What follows belongs to an exercise in optimizing a design on an open flow for small area, a short achievable clock period and few clock cycles per item; a production flow would make more cautious choices.
Only simulation tests tie the RTL to the original design; equivalence was not proved.

== the previous run ==
// g96_mixer
module g96_mixer (
    input  wire         clk,
    input  wire         rst,           
    input  wire         in_valid,
    output wire         in_ready,
    input  wire [63:0]  in_key,
    input  wire [31:0]  in_stream,
    input  wire [7:0]   in_purpose,
    input  wire [63:0]  in_pos,
    input  wire         in_quick,
    output wire         out_valid,
    input  wire         out_ready,
    output wire [127:0] out_block
);
Size: about 2500 cells after synthesis, about 300 I/O pins, about 0.024 mm2 of cells after synthesis.
clock: 20.0 ns
lec_check: 0
cap_margin: 20
core_margin: 2
core_utilization: 50
cts_buf_list: sky130_fd_sc_hd__clkbuf_4 sky130_fd_sc_hd__clkbuf_8
slew_margin: 20
standard.sh (not shown) runs the stock make flow with config.mk's settings and CLKGATE_MAP_FILE= SYNTH_SCRIPT=/design/flow/synth_recipe.tcl, a recipe that flattens the netlist after the stock synthesis.
==> flow/flow/run.sh <==
#!/bin/bash
# The standard layout, with the port buffers made of the smallest buffer
# (buf_1) instead of the one buffer_ports picks by default, and timing
# repair asked to leave setup slack to spare at the design's clock.
set -euo pipefail
export BUFFER_PORTS_ARGS="-buffer_cell sky130_fd_sc_hd__buf_1"
export SETUP_SLACK_MARGIN=12.5
bash standard.sh > standard_make.log 2>&1
Testbench counts of the previous run, summed over its fixed seeds: cycles 72,392, items 8,000.
Input-level comparison between the current run and the previous run:
--- a/flow/design.v
+++ b/flow/design.v
@@ -10,16 +10,15 @@
     input  wire         in_quick,
     output wire         out_valid,
     input  wire         out_ready,
     output wire [127:0] out_block
 );
     localparam [31:0] KINC0 = 32'hA5C31E6B;
     localparam [31:0] KINC1 = 32'h7F4A9D27;
-    reg [31:0]  x1, x3;            
-    reg [31:0]  a0, a2;            
+    reg [31:0]  x0, x1, x2, x3;    
     reg [31:0]  k0, k1;            
     reg [63:0]  ob;                
     reg         ofull;             
     reg         run;               
     reg         acc;               
     reg         first;             
     reg [3:0]   left;              
@@ -29,14 +28,16 @@
     assign in_ready  = run && !acc && !ofull && !last;
     assign out_valid = ofull;
     assign out_block = {x3, ob[63:32], x1, ob[31:0]};
     wire accept = in_valid && in_ready;
     wire finish = run && last && acc;          
     wire [31:0] y1 = first ? in_pos[63:32] : x1;
     wire [31:0] y3 = first ? {in_purpose, 24'd0} : x3;
+    wire [31:0] a0 = x0 ^ k0;
+    wire [31:0] a2 = x2 ^ k1;
     wire m0_1 = a0[29] ^ ~a0[27];
     wire m0_2 = a0[29] & ~a0[27];
     wire m0_3 = a0[30] ^ ~a0[28] ^ ~a0[26];
     wire m0_4 = (a0[30] & ~a0[28]) | (a0[30] & ~a0[26]) | (~a0[28] & ~a0[26]);
     wire m0_5 = a0[31] ^ ~a0[29] ^ ~a0[27];
     wire m0_6 = (a0[31] & ~a0[29]) | (a0[31] & ~a0[27]) | (~a0[29] & ~a0[27]);
     wire m0_7 = a0[19] ^ ~a0[17];
@@ -549,18 +550,14 @@
     wire m2_247 = m2_197 ^ m2_148 ^ m2_196;
     wire m2_248 = (m2_197 & m2_148) | (m2_197 & m2_196) | (m2_148 & m2_196);
     wire [31:0] m2_s = {m2_247, m2_245, m2_243, m2_241, m2_239, m2_237, m2_235, m2_233, m2_231, m2_229, m2_227, m2_225, m2_223, m2_221, m2_219, m2_217, m2_215, m2_213, m2_211, m2_209, m2_207, m2_205, m2_203, m2_201, m2_199, a2[6], a2[5], a2[4], a2[3], a2[2], a2[1], a2[0]};
     wire [31:0] m2_c = {m2_246, m2_244, m2_242, m2_240, m2_238, m2_236, m2_234, m2_232, m2_230, m2_228, m2_226, m2_224, m2_222, m2_220, m2_218, m2_216, m2_214, m2_212, m2_210, m2_208, m2_206, m2_204, m2_202, m2_200, a2[0], ~a2[2], ~a2[1], ~a2[0], 1'b0, 1'b0, 1'b0, 1'b0};
     wire [31:0] t2 = m2_s + m2_c + 32'h04280210;
     wire [31:0] u1 = y1 + ({t0[18:0], t0[31:19]} ^ t2);
     wire [31:0] u3 = y3 ^ ({t2[12:0], t2[31:13]} + t0);
-    wire [31:0] m0 = last ? 32'd0 : k0;
-    wire [31:0] m1 = last ? 32'd0 : k1;
-    wire [31:0] v0 = u1 ^ m0;
-    wire [31:0] v2 = u3 ^ m1;
     always @(posedge clk) begin
         if (rst) begin
             run   <= 1'b0;
             acc   <= 1'b0;
             ofull <= 1'b0;
             first <= 1'b1;
             left  <= 4'd0;
@@ -579,27 +576,27 @@
                     acc <= 1'b1;
                 left <= left - 4'd1;
             end
         end
     end
     always @(posedge clk) begin
         if (finish)
-            ob <= {v2, v0};
+            ob <= {u3, u1};
         if (!hold) begin
             x1 <= t2;
             x3 <= t0;
         end
     end
     always @(posedge clk) begin
         if (load) begin
-            a0 <= in_pos[31:0] ^ in_key[31:0];
-            a2 <= in_stream ^ in_key[63:32];
-            k0 <= in_key[31:0] + KINC0;
-            k1 <= in_key[63:32] + KINC1;
+            x0 <= in_pos[31:0];
+            x2 <= in_stream;
+            k0 <= in_key[31:0];
+            k1 <= in_key[63:32];
         end else begin
-            a0 <= v0;
-            a2 <= v2;
+            x0 <= u1;
+            x2 <= u3;
             k0 <= k0 + KINC0;
             k1 <= k1 + KINC1;
         end
     end
 endmodule
From the previous run to the current run the numbers moved as follows: synthesized area fell about 5%, met2 wirelength from detailed routing -about 8%, post-synthesis register bit count now sits at about the same level. Relative to the previous run, the sequential share of layout area of the current run is lower by 0.55 points. Compared with the previous run, the current run shows a higher share of the clock period used by the worst path after layout. Pin count of the biggest net entering global routing down 52% in the current run wrt the previous run. In the current run the wire length on met3 turned out 48% lower than in the previous run. Of the previous run and the current run, the run reporting the lower area of the die was the current run. The current run and the previous run ended up with roughly the same area of combinational cells with multiple inputs. | global-route usage over all layers | the current run vs the previous run | 2.4 points lower |. Diff the previous run..the current run | CTS sink count | unchanged. The current run reports its leading cell type in the layout, fill and taps excluded as buf_1 while the previous run reports inv_1. The higher finished layout cell area came out of the current run.
Testbench counts of the current run, summed over its fixed seeds: cycles 72,392, items 8,000.

## afterwards: timing with drivers on the ports
In the flow no input, the clock included, has a driving cell. The finished layouts below were timed again as built, in two steps.
Step 1 (the two cells are an assumption about what drives the block):
set clk [get_ports {clk}]
set_driving_cell -lib_cell sky130_fd_sc_hd__clkbuf_16 $clk
set_driving_cell -lib_cell sky130_fd_sc_hd__buf_2 [delete_from_list [all_inputs] $clk]
Step 2 times the ports against the registers' clock, not the clock port: input delays grow and output delays shrink by t, the midpoint of the rising clock arrivals with the driver on.
Three values: ideal, step 1, step 2; two values: the first two.
| run | t (ns) | setup slack, ns | latest minus earliest clock arrival (ns) | slew at the worst register clock pin (ns) | worst slew at a driven data input, ns |
|---|---|---|---|---|---|
| the previous run | 0.636 | 12.660 / 12.660 / 12.137 | 0.028 / 0.028 | 0.07 / 0.07 | 0.05 |
| the current run | 0.686 | 11.939 / 11.939 / 11.939 | 0.025 / 0.026 | 0.07 / 0.07 | 0.06 |
After both steps setup and hold are still met in every run listed. The setup slack of the previous run, which loses most, moves by 0.000 ns with the drivers and by -0.523 ns with both steps.
